This is an optimization exercise on Yosys and OpenROAD, whose aim is small area, a short achievable clock period and few clock cycles per item, not a production implementation.
The RTL was checked by simulation tests, not by an equivalence proof against the original design.

==> maple: inputs <==
==> flow/design.v <==
module zlc_blkcomp (
    input  wire         clk,
    input  wire         rst,         
    input  wire         in_valid,
    output reg          in_ready,
    input  wire [255:0] in_x,        
    input  wire [2:0]   in_fmt,      
    input  wire [1:0]   in_rnd,      
    input  wire [63:0]  in_key,      
    input  wire [31:0]  in_tile_id,
    input  wire [31:0]  in_sstep,
    input  wire [31:0]  in_index,    
    output reg          out_valid,
    input  wire         out_ready,
    output reg  [7:0]   out_scale,
    output reg  [127:0] out_codes,   
    output reg  [4:0]   out_nnz
);
    reg [255:0] cx;
    reg [2:0]   cfmt;
    reg [1:0]   crnd;
    reg [63:0]  ckey;
    reg [31:0]  ctile, csstep, cindex;
    reg         cv;                  
    always @(posedge clk) begin
        cx     <= in_x;
        cfmt   <= in_fmt;
        crnd   <= in_rnd;
        ckey   <= in_key;
        ctile  <= in_tile_id;
        csstep <= in_sstep;
        cindex <= in_index;
        cv     <= in_valid & ~in_ready & ~rst;
    end
    reg [15:0] covr;
    integer e;
    always @(posedge clk)
        for (e = 0; e < 16; e = e + 1)
            case (in_fmt)
                3'd5:    covr[e] <= in_x[16*e +: 7] > 7'd64;
                3'd6:    covr[e] <= in_x[16*e +: 7] > 7'd126;
                default: covr[e] <= in_x[16*e +: 7] > 7'd96;
            endcase
    wire [7:0]        sc;
    wire              sc255;
    wire signed [9:0] skpc, sqn, sqs;
    zc_scale u_scale (.x(cx), .ovr(covr), .fmt(cfmt), .code(sc), .c255(sc255),
                      .kpc(skpc), .qn(sqn), .qs(sqs));
    reg [1:0] fb;
    always @(*) begin
        case (cfmt)
            3'd2:    fb = 2'd2;
            3'd3:    fb = 2'd3;
            3'd4:    fb = 2'd2;
            3'd5:    fb = 2'd1;
            default: fb = 2'd0;
        endcase
    end
    reg [7:0]        c_q;
    reg signed [9:0] kpc_q, qn_q, qs_q;
    reg [1:0]        fb_q;
    reg              c255_q;
    always @(posedge clk) begin
        c_q    <= sc;
        kpc_q  <= skpc;
        qn_q   <= sqn;
        qs_q   <= sqs;
        fb_q   <= fb;
        c255_q <= sc255;
    end
    reg        busy;
    reg [5:0]  k;                    
    wire       sr    = (crnd == 2'd2);
    wire       last  = sr ? (k == 6'd34) : (k == 6'd4);
    wire       start = cv & ~busy & (~out_valid | out_ready);
    always @(posedge clk) begin
        if (rst) begin
            busy      <= 1'b0;
            k         <= 6'd0;
            in_ready  <= 1'b0;
            out_valid <= 1'b0;
        end else begin
            if (start) begin
                busy <= 1'b1;
                k    <= 6'd1;
            end else if (busy) begin
                k <= last ? 6'd0 : k + 6'd1;
                if (last) busy <= 1'b0;
            end
            in_ready <= busy & (sr ? (k == 6'd32) : (k == 6'd2));
            if (busy & last)
                out_valid <= 1'b1;
            else if (out_ready)
                out_valid <= 1'b0;
        end
    end
    wire [4:0]  mn   = k[4:0];                   
    wire [4:0]  mbn  = k[4:0] - 5'd1;            
    wire [1:0]  rbn  = mbn[2:1];
    wire [2:0]  en   = {mn[4:3], mn[0]};         
    wire [31:0] c0   = csstep ^ 32'h6A5C_3B19;
    wire [31:0] d0   = {29'd0, cfmt} ^ 32'h1D8F_72E4;
    wire [31:0] bbase = cindex + ckey[63:32];
    wire [31:0] sbase = ctile + ckey[31:0];
    reg        init0, init1;
    reg [31:0] s2, b2, kr;
    always @(posedge clk) begin
        init0 <= (mn[2:1] == 2'd0);
        init1 <= (mn[2:1] == 2'd0);
        b2    <= bbase + {28'd0, en, 1'b0};
        s2    <= sbase + bbase + {28'd0, en, 1'b0};
        kr    <= (rbn[0] ? ckey[63:32] : ckey[31:0]) + {30'd0, rbn};
    end
    wire [31:0] la0, la1;
    zc_mix4 u_lane0 (.clk(clk), .init(init0), .s_e(s2), .b_e(b2),
                     .c0(c0), .d0(d0), .kr(kr), .a(la0));
    zc_mix4 u_lane1 (.clk(clk), .init(init1), .s_e(s2 + 32'd1), .b_e(b2 + 32'd1),
                     .c0(c0), .d0(d0), .kr(kr), .a(la1));
    wire [15:0] u0 = la0[15:0] + ctile[15:0];
    wire [15:0] u1 = la1[15:0] + ctile[15:0];
    wire [5:0] kq   = k - 6'd8;
    wire       srn_enc = (k >= 6'd8) & (kq[2:1] == 2'd0);
    wire [1:0] seln = sr ? kq[4:3] : k[1:0];
    wire       busyn = start | (busy & ~last);
    wire [3:0] actn = ~busyn ? 4'b0000 :
                      ~sr    ? 4'b1111 :
                      ~srn_enc ? 4'b0000 :
                      kq[0]  ? 4'b1100 : 4'b0011;
    reg [15:0] ex [0:3];
    reg [3:0]  act;
    reg [1:0]  sel;
    integer j;
    always @(posedge clk) begin
        for (j = 0; j < 4; j = j + 1)
            ex[j] <= cx[64*seln + 16*j +: 16];
        act <= actn;
        sel <= seln;
    end
    wire [7:0]  code [0:3];
    wire [3:0]  nz;
    genvar g;
    generate
        for (g = 0; g < 4; g = g + 1) begin : enc
            zc_encode u_enc (
                .x    (ex[g]),
                .c255 (c255_q),
                .kpc  (kpc_q),
                .qn   (qn_q),
                .qs   (qs_q),
                .fb   (fb_q),
                .fmt  (cfmt),
                .rnd  (crnd),
                .u    (g[0] ? u1 : u0),
                .code (code[g]),
                .nz   (nz[g])
            );
        end
    endgenerate
    wire [2:0] cnt    = {2'b00, act[0] & nz[0]} + {2'b00, act[1] & nz[1]} +
                        {2'b00, act[2] & nz[2]} + {2'b00, act[3] & nz[3]};
    integer i;
    always @(posedge clk) begin
        if (start) begin
            out_nnz <= 5'd0;
        end else if (busy) begin
            out_scale <= c_q;
            out_nnz   <= out_nnz + {2'b00, cnt};
            for (i = 0; i < 16; i = i + 1)
                if (act[i % 4] && sel == i / 4)
                    out_codes[8*i +: 8] <= code[i % 4];
        end
    end
endmodule
module zc_scale (
    input  wire [255:0] x,       
    input  wire [15:0]  ovr,     
    input  wire [2:0]   fmt,     
    output wire [7:0]   code,
    output wire        c255,    
    output wire signed [9:0] kpc,  
    output wire signed [9:0] qn,   
    output wire signed [9:0] qs    
);
    function gt9;
        input [8:0] a, b;
        integer j;
        reg e;
        begin
            gt9 = 1'b0;
            e   = 1'b1;
            for (j = 8; j >= 0; j = j - 1) begin
                gt9 = gt9 | (e & a[j] & ~b[j]);
                e   = e & ~(a[j] ^ b[j]);
            end
        end
    endfunction
    reg  [8:0] key [0:15];
    reg        nonfin, anynz;
    integer i;
    always @(*) begin
        nonfin = 1'b0;
        anynz  = 1'b0;
        for (i = 0; i < 16; i = i + 1) begin
            if (x[16*i+7 +: 8] == 8'hFF) begin
                nonfin = 1'b1;
                key[i] = 9'd0;
            end else begin
                key[i] = {x[16*i+7 +: 8], ovr[i]};
                if (x[16*i +: 15] != 15'd0) anynz = 1'b1;
            end
        end
    end
    function [8:0] max4;
        input [8:0] k0, k1, k2, k3;
        reg g01, g02, g03, g12, g13, g23;
        begin
            g01 = gt9(k1, k0); g02 = gt9(k2, k0); g03 = gt9(k3, k0);
            g12 = gt9(k2, k1); g13 = gt9(k3, k1); g23 = gt9(k3, k2);
            max4 = ({9{~g01 & ~g02 & ~g03}} & k0) |
                   ({9{ g01 & ~g12 & ~g13}} & k1) |
                   ({9{ g02 &  g12 & ~g23}} & k2) |
                   ({9{ g03 &  g13 &  g23}} & k3);
        end
    endfunction
    wire [8:0] m1 [0:3];
    genvar g;
    generate
        for (g = 0; g < 4; g = g + 1) begin : l1
            assign m1[g] = max4(key[4*g], key[4*g+1], key[4*g+2], key[4*g+3]);
        end
    endgenerate
    wire [8:0] m4 = max4(m1[0], m1[1], m1[2], m1[3]);
    reg [3:0] emaxf;
    reg signed [9:0] kf;
    reg [1:0] fb;
    always @(*) begin
        case (fmt)
            3'd2:    begin emaxf = 4'd15; kf = -10'sd6;  fb = 2'd2; end
            3'd3:    begin emaxf = 4'd8;  kf =  10'sd1;  fb = 2'd3; end
            3'd4:    begin emaxf = 4'd4;  kf =  10'sd6;  fb = 2'd2; end
            3'd5:    begin emaxf = 4'd2;  kf =  10'sd9;  fb = 2'd1; end
            3'd6:    begin emaxf = 4'd6;  kf =  10'sd10; fb = 2'd0; end
            default: begin emaxf = 4'd2;  kf =  10'sd10; fb = 2'd0; end
        endcase
    end
    wire [9:0] sv   = {2'b00, m4[8:1]} - {6'd0, emaxf} + {9'd0, m4[0]};
    wire signed [9:0] kfe = kf - $signed({6'd0, emaxf});
    wire signed [9:0] kv2 = $signed({2'b00, m4[8:1]}) + kfe + $signed({9'd0, m4[0]});
    wire signed [9:0] qn2 = $signed({2'b00, m4[8:1]}) + (kfe - 10'sd10 + $signed({8'd0, fb})) + $signed({9'd0, m4[0]});
    wire signed [9:0] qs2 = $signed({2'b00, m4[8:1]}) + (kfe - 10'sd4 + $signed({8'd0, fb})) + $signed({9'd0, m4[0]});
    wire sp255 = nonfin && fmt != 3'd2;
    wire sp127 = !anynz;
    wire signed [9:0] ksp = sp255 ? kf + 10'sd255 : sp127 ? kf + 10'sd127 : kf;
    wire usek = !sp255 && !sp127 && !sv[9];
    assign code = sp255 ? 8'd255 : sp127 ? 8'd127 : sv[9] ? 8'd0 : sv[7:0];
    assign c255 = sp255;
    assign kpc  = usek ? kv2 : ksp;
    assign qn   = usek ? qn2 : ksp - 10'sd10 + $signed({8'd0, fb});
    assign qs   = usek ? qs2 : ksp - 10'sd4 + $signed({8'd0, fb});
endmodule
module zc_encode (
    input  wire [15:0] x,        
    input  wire        c255,     
    input  wire signed [9:0] kpc,  
    input  wire signed [9:0] qn,
    input  wire signed [9:0] qs,
    input  wire [1:0]  fb,       
    input  wire [2:0]  fmt,      
    input  wire [1:0]  rnd,      
    input  wire [15:0] u,        
    output reg  [7:0]  code,
    output wire        nz        
);
    wire       xs   = x[15];
    wire [7:0] xe   = x[14:7];
    wire [6:0] xf   = x[6:0];
    wire       norm = (xe != 8'd0);
    wire       nonf = (xe == 8'hFF);
    wire       is_int = fmt[2] & fmt[1];
    wire [7:0] sig  = {norm, xf};
    reg [2:0] lead;
    integer i;
    always @(*) begin
        lead = 3'd0;
        for (i = 0; i < 7; i = i + 1)
            if (xf[i]) lead = i[2:0];
    end
    wire signed [9:0] a_sh  = norm ? $signed({8'd0, ~fb}) + 10'sd7      
                                   : $signed({6'd0, {1'b0, lead} + 4'd3}) - $signed({8'd0, fb});
    wire signed [9:0] b_sh  = kpc - $signed({1'b0, norm ? xe : 8'd1});
    wire signed [9:0] diff  = norm ? $signed({2'b00, xe}) - qn : $signed({7'd0, lead}) - qs;
    wire              nrm_r = !is_int && (sig != 8'd0) && (diff > 10'sd0);
    wire signed [9:0] sh    = nrm_r ? a_sh : b_sh;
    wire [4:0]        shc   = sh[9] ? 5'd0 : (sh > 10'sd27) ? 5'd27 : sh[4:0];
    wire [26:0] wide0 = {sig, 3'b000, 16'd0};
    wire [26:0] wide  = wide0 >> shc;
    wire [7:0]  k     = wide[23:16];
    wire [15:0] t     = wide[15:0];
    reg sticky;
    always @(*) begin
        sticky = 1'b0;
        for (i = 0; i < 8; i = i + 1)
            if (sig[i] && ({1'b0, shc} > 6'd19 + i)) sticky = 1'b1;
    end
    reg up;
    always @(*) begin
        case (rnd)
            2'd0:    up = t[15] & ((|t[14:0]) | sticky | k[0]);
            2'd2:    up = (u < t);
            default: up = 1'b0;
        endcase
    end
    wire [7:0] base = nrm_r ? ({2'b00, diff[5:0]} << fb) : 8'd0;
    wire [7:0] bk   = base + k;
    wire [7:0] mag  = bk + {7'd0, up};
    wire [7:0] ks   = xs ? ~k : k;                  
    wire [7:0] ival = ks + {7'd0, xs ^ up};         
    always @(*) begin
        if (c255)
            code = 8'h00;
        else if (nonf)
            code = (xf != 7'd0) ? 8'h7E : {xs, 7'h7C};    
        else begin
            case (fmt)
                3'd2, 3'd3: code = {xs, mag[6:0]};
                3'd4:       code = {2'b00, xs, mag[4:0]};
                3'd5:       code = {4'b0000, xs, mag[2:0]};
                3'd6:       code = ival;
                default:    code = {4'b0000, ival[3:0]};
            endcase
        end
    end
    assign nz = c255 | nonf | (k != 8'd0) | up;
endmodule
module zc_mix4 (
    input  wire        clk,
    input  wire        init,
    input  wire [31:0] s_e,      
    input  wire [31:0] b_e,      
    input  wire [31:0] c0, d0,
    input  wire [31:0] kr,       
    output reg  [31:0] a
);
    reg  [31:0] b, c, d;             
    reg  [31:0] ha, hb, hc, hd;      
    reg  [31:0] a1, b1, c1, d1;
    always @(*) begin
        a1 = init ? s_e : a + b;
        d1 = (init ? d0 : d) ^ a1;  d1 = {d1[15:0], d1[31:16]};
        c1 = (init ? c0 : c) + d1;
        b1 = (init ? b_e : b) ^ c1; b1 = {b1[19:0], b1[31:20]};
    end
    reg  [31:0] a2, b2, c2, d2;
    always @(*) begin
        a2 = ha + hb;
        d2 = hd ^ a2;  d2 = {d2[23:0], d2[31:24]};
        c2 = hc + d2;
        b2 = hb ^ c2;  b2 = {b2[24:0], b2[31:25]};
        a2 = a2 + kr;
    end
    always @(posedge clk) begin
        ha <= a1;  hb <= b1;  hc <= c1;  hd <= d1;
        a  <= b2;  b  <= c2;  c  <= d2;  d  <= a2;
    end
endmodule
==> flow/run.sh <==
#!/bin/bash
# synth_recipe.tcl (not shown) runs the flow's synth.tcl, then flattens the netlist and writes it again
# the make line also repeats each setting of config.mk as NAME=value (left out here)
make -C /OpenROAD-flow-scripts/flow DESIGN_CONFIG=/design/flow/config.mk WORK_HOME=/design/flow/orfs CLKGATE_MAP_FILE= SYNTH_SCRIPT=/design/flow/synth_recipe.tcl finish
==> flow/config.mk <==
export PLATFORM = sky130hd
export DESIGN_NAME = zlc_blkcomp
export DESIGN_NICKNAME = zlc_blkcomp
export VERILOG_FILES = /design/flow/design.v
export SDC_FILE = /design/flow/constraint.sdc
export NUM_CORES = 4
export LEC_CHECK = 0
export ABC_AREA = 1
export CAP_MARGIN = 20
export CORE_MARGIN = 2
export CORE_UTILIZATION = 50
export SLEW_MARGIN = 20
==> flow/constraint.sdc <==
create_clock -name core_clock -period 40.0 [get_ports {clk}]
set_input_delay 8.0000 -clock core_clock [delete_from_list [all_inputs] [get_ports {clk}]]
set_output_delay 8.0000 -clock core_clock [all_outputs]
set_load 0.01 [all_outputs]
==> lagoon (differences from maple) <==
--- a/flow/design.v
+++ b/flow/design.v
@@ -73,4 +73,4 @@
     wire       sr    = (crnd == 2'd2);
-    wire       last  = sr ? (k == 6'd34) : (k == 6'd4);
-    wire       start = cv & ~busy & (~out_valid | out_ready);
+    wire       last  = sr ? (k == 6'd18) : (k == 6'd4);
+    wire       start = cv & ~busy & ~out_valid;
     always @(posedge clk) begin
@@ -89,3 +89,3 @@
             end
-            in_ready <= busy & (sr ? (k == 6'd32) : (k == 6'd2));
+            in_ready <= busy & (sr ? (k == 6'd17) : (k == 6'd3));
             if (busy & last)
@@ -99,3 +99,3 @@
     wire [1:0]  rbn  = mbn[2:1];
-    wire [2:0]  en   = {mn[4:3], mn[0]};         
+    wire [1:0]  en   = {mn[3], mn[0]};           
     wire [31:0] c0   = csstep ^ 32'h6A5C_3B19;
@@ -104,26 +104,28 @@
     wire [31:0] sbase = ctile + ckey[31:0];
-    reg        init0, init1;
-    reg [31:0] s2, b2, kr;
+    reg  [31:0] kr_q, s4, b4;
     always @(posedge clk) begin
-        init0 <= (mn[2:1] == 2'd0);
-        init1 <= (mn[2:1] == 2'd0);
-        b2    <= bbase + {28'd0, en, 1'b0};
-        s2    <= sbase + bbase + {28'd0, en, 1'b0};
-        kr    <= (rbn[0] ? ckey[63:32] : ckey[31:0]) + {30'd0, rbn};
+        kr_q <= (rbn[0] ? ckey[63:32] : ckey[31:0]) + {30'd0, rbn};
+        b4   <= bbase + {28'd0, en, 2'b00};
+        s4   <= sbase + bbase + {28'd0, en, 2'b00};
     end
-    wire [31:0] la0, la1;
-    zc_mix4 u_lane0 (.clk(clk), .init(init0), .s_e(s2), .b_e(b2),
-                     .c0(c0), .d0(d0), .kr(kr), .a(la0));
-    zc_mix4 u_lane1 (.clk(clk), .init(init1), .s_e(s2 + 32'd1), .b_e(b2 + 32'd1),
-                     .c0(c0), .d0(d0), .kr(kr), .a(la1));
-    wire [15:0] u0 = la0[15:0] + ctile[15:0];
-    wire [15:0] u1 = la1[15:0] + ctile[15:0];
+    wire [15:0] u [0:3];
+    genvar g;
+    generate
+        for (g = 0; g < 4; g = g + 1) begin : lane
+            reg        init_q;
+            always @(posedge clk)
+                init_q <= (mn[2:1] == 2'd0);
+            wire [31:0] se = s4 + g;
+            wire [31:0] be = b4 + g;
+            wire [31:0] la;
+            zc_mix4 u_lane (.clk(clk), .init(init_q), .s_e(se), .b_e(be),
+                            .c0(c0), .d0(d0), .kr(kr_q), .a(la));
+            assign u[g] = la[15:0] + ctile[15:0];
+        end
+    endgenerate
     wire [5:0] kq   = k - 6'd8;
     wire       srn_enc = (k >= 6'd8) & (kq[2:1] == 2'd0);
-    wire [1:0] seln = sr ? kq[4:3] : k[1:0];
+    wire [1:0] seln = sr ? {kq[3], kq[0]} : k[1:0];
     wire       busyn = start | (busy & ~last);
-    wire [3:0] actn = ~busyn ? 4'b0000 :
-                      ~sr    ? 4'b1111 :
-                      ~srn_enc ? 4'b0000 :
-                      kq[0]  ? 4'b1100 : 4'b0011;
+    wire [3:0] actn = (busyn & (~sr | srn_enc)) ? 4'b1111 : 4'b0000;
     reg [15:0] ex [0:3];
@@ -140,3 +142,2 @@
     wire [3:0]  nz;
-    genvar g;
     generate
@@ -152,3 +153,3 @@
                 .rnd  (crnd),
-                .u    (g[0] ? u1 : u0),
+                .u    (u[g]),
                 .code (code[g]),
- CORE_UTILIZATION: 50 -> 40
==> zinc (differences from maple) <==
--- a/flow/design.v
+++ b/flow/design.v
@@ -73,3 +73,3 @@
     wire       sr    = (crnd == 2'd2);
-    wire       last  = sr ? (k == 6'd34) : (k == 6'd4);
+    wire       last  = sr ? (k == 6'd18) : (k == 6'd4);
     wire       start = cv & ~busy & (~out_valid | out_ready);
@@ -89,3 +89,3 @@
             end
-            in_ready <= busy & (sr ? (k == 6'd32) : (k == 6'd2));
+            in_ready <= busy & (sr ? (k == 6'd16) : (k == 6'd2));
             if (busy & last)
@@ -99,3 +99,3 @@
     wire [1:0]  rbn  = mbn[2:1];
-    wire [2:0]  en   = {mn[4:3], mn[0]};         
+    wire [1:0]  en   = {mn[3], mn[0]};           
     wire [31:0] c0   = csstep ^ 32'h6A5C_3B19;
@@ -104,26 +104,28 @@
     wire [31:0] sbase = ctile + ckey[31:0];
-    reg        init0, init1;
-    reg [31:0] s2, b2, kr;
+    reg  [31:0] kr_q, s4, b4;
     always @(posedge clk) begin
-        init0 <= (mn[2:1] == 2'd0);
-        init1 <= (mn[2:1] == 2'd0);
-        b2    <= bbase + {28'd0, en, 1'b0};
-        s2    <= sbase + bbase + {28'd0, en, 1'b0};
-        kr    <= (rbn[0] ? ckey[63:32] : ckey[31:0]) + {30'd0, rbn};
+        kr_q <= (rbn[0] ? ckey[63:32] : ckey[31:0]) + {30'd0, rbn};
+        b4   <= bbase + {28'd0, en, 2'b00};
+        s4   <= sbase + bbase + {28'd0, en, 2'b00};
     end
-    wire [31:0] la0, la1;
-    zc_mix4 u_lane0 (.clk(clk), .init(init0), .s_e(s2), .b_e(b2),
-                     .c0(c0), .d0(d0), .kr(kr), .a(la0));
-    zc_mix4 u_lane1 (.clk(clk), .init(init1), .s_e(s2 + 32'd1), .b_e(b2 + 32'd1),
-                     .c0(c0), .d0(d0), .kr(kr), .a(la1));
-    wire [15:0] u0 = la0[15:0] + ctile[15:0];
-    wire [15:0] u1 = la1[15:0] + ctile[15:0];
+    wire [15:0] u [0:3];
+    genvar g;
+    generate
+        for (g = 0; g < 4; g = g + 1) begin : lane
+            reg        init_q;
+            always @(posedge clk)
+                init_q <= (mn[2:1] == 2'd0);
+            wire [31:0] se = s4 + g;
+            wire [31:0] be = b4 + g;
+            wire [31:0] la;
+            zc_mix4 u_lane (.clk(clk), .init(init_q), .s_e(se), .b_e(be),
+                            .c0(c0), .d0(d0), .kr(kr_q), .a(la));
+            assign u[g] = la[15:0] + ctile[15:0];
+        end
+    endgenerate
     wire [5:0] kq   = k - 6'd8;
     wire       srn_enc = (k >= 6'd8) & (kq[2:1] == 2'd0);
-    wire [1:0] seln = sr ? kq[4:3] : k[1:0];
+    wire [1:0] seln = sr ? {kq[3], kq[0]} : k[1:0];
     wire       busyn = start | (busy & ~last);
-    wire [3:0] actn = ~busyn ? 4'b0000 :
-                      ~sr    ? 4'b1111 :
-                      ~srn_enc ? 4'b0000 :
-                      kq[0]  ? 4'b1100 : 4'b0011;
+    wire [3:0] actn = (busyn & (~sr | srn_enc)) ? 4'b1111 : 4'b0000;
     reg [15:0] ex [0:3];
@@ -140,3 +142,2 @@
     wire [3:0]  nz;
-    genvar g;
     generate
@@ -152,3 +153,3 @@
                 .rnd  (crnd),
-                .u    (g[0] ? u1 : u0),
+                .u    (u[g]),
                 .code (code[g]),
- CAP_MARGIN: 20 -> 10
- CORE_UTILIZATION: 50 -> 55
- SLEW_MARGIN: 20 -> 10
==> qor summary <==
Buffer share of cell area: maple 6.41%; lagoon 5.12%; zinc 4.98%
Period utilization: maple 24.5%; lagoon 25.7%; zinc 25.7%
Fraction of area in multi-input gates: maple 50.4%; lagoon 51.1%; zinc 51.4%
Result of the run: maple complete, no violations; lagoon complete, no violations; zinc failed layout checks
Layout check failures: maple -; lagoon -; zinc max-capacitance violations, max-slew violations
Final sequential cell count: maple 1306; lagoon 1817; zinc 1817
GRT met1 Usage: maple 54.7%; lagoon 47.7%; zinc 60.8%
WP buf/inv: maple 1; lagoon 2; zinc 1
Synth Area in XOR/XNOR: maple 8.75%; lagoon 10.8%; zinc 10.7%
Fraction of final layout cells with drive strength greater than 1: maple 4.77%; lagoon 4.74%; zinc 4.34%
Number of placement rows: maple 148; lagoon 193; zinc 165
Post-Synth Adder-Cell Area: maple 13.1%; lagoon 13.7%; zinc 13.7%
Met3 WL post-DR: maple 40500 um; lagoon 52500 um; zinc 81500 um
Global Route met2 Usage: maple 56.3%; lagoon 51.7%; zinc 67.7%
Net count of the finished layout: maple 12800; lagoon 16900; zinc 16900
Detailed-route via count: maple 79600; lagoon 104000; zinc 113000
Average wire per cell in the routed design: maple 24.1 um; lagoon 26.7 um; zinc 28.6 um
Area share of the largest cell type after synthesis: maple 28.7%; lagoon 30.3%; zinc 30.2%
Worst Hold Slack: maple 0.391 ns; lagoon 0.401 ns; zinc 0.405 ns
First-pass GRT wire length: maple 481000 um; lagoon 703000 um; zinc 719000 um
Post-detailed-routing wire length: maple 336000 um; lagoon 512000 um; zinc 522000 um
Initial DRC count: maple 9537; lagoon 11700; zinc 17400
Worst slew pin tran: maple 1.15 ns; lagoon 1.39 ns; zinc 1.52 ns
Die outline height: maple 408 um; lagoon 531 um; zinc 454 um
FMAX: maple 0.102 GHz; lagoon 0.0972 GHz; zinc 0.0975 GHz
Worst setup slack after layout: maple 30.19 ns; lagoon 29.72 ns; zinc 29.74 ns
Testbench counts of maple, summed over its fixed seeds: cycles 113,516, blocks 8,000.
Testbench counts of lagoon, summed over its fixed seeds: cycles 82,308, blocks 8,000.
Testbench counts of zinc, summed over its fixed seeds: cycles 74,316, blocks 8,000.

==> afterwards: timing with drivers on the ports <==
The flow's constraints put no driver on any port. The routed layouts listed below were extracted and timed again, unchanged, in two steps. Step 1 sets driving cells, clkbuf_16 on the clock port and buf_2 on the other inputs (assumed; they add their load-dependent delay and slew). Step 2 moves the port delays by t, midway between the first and last clock arrival at a register: inputs arrive t later, outputs are due t later. That takes back most of the time a late clock gives input paths. Slacks: ideal / step 1 / step 2; pairs: ideal / step 1.
run | t, ns | setup WS [ns] | worst data-port slew with drivers (ns)
maple | 0.916 | 30.191 / 30.103 / 29.688 | 0.13
lagoon | 0.996 | 29.717 / 29.717 / 29.717 | 0.15
zinc | 0.972 | 29.740 / 29.636 / 29.616 | 0.27
For maple, which loses most, drivers alone change the setup slack by -0.088 ns; drivers and shift together by -0.503 ns.
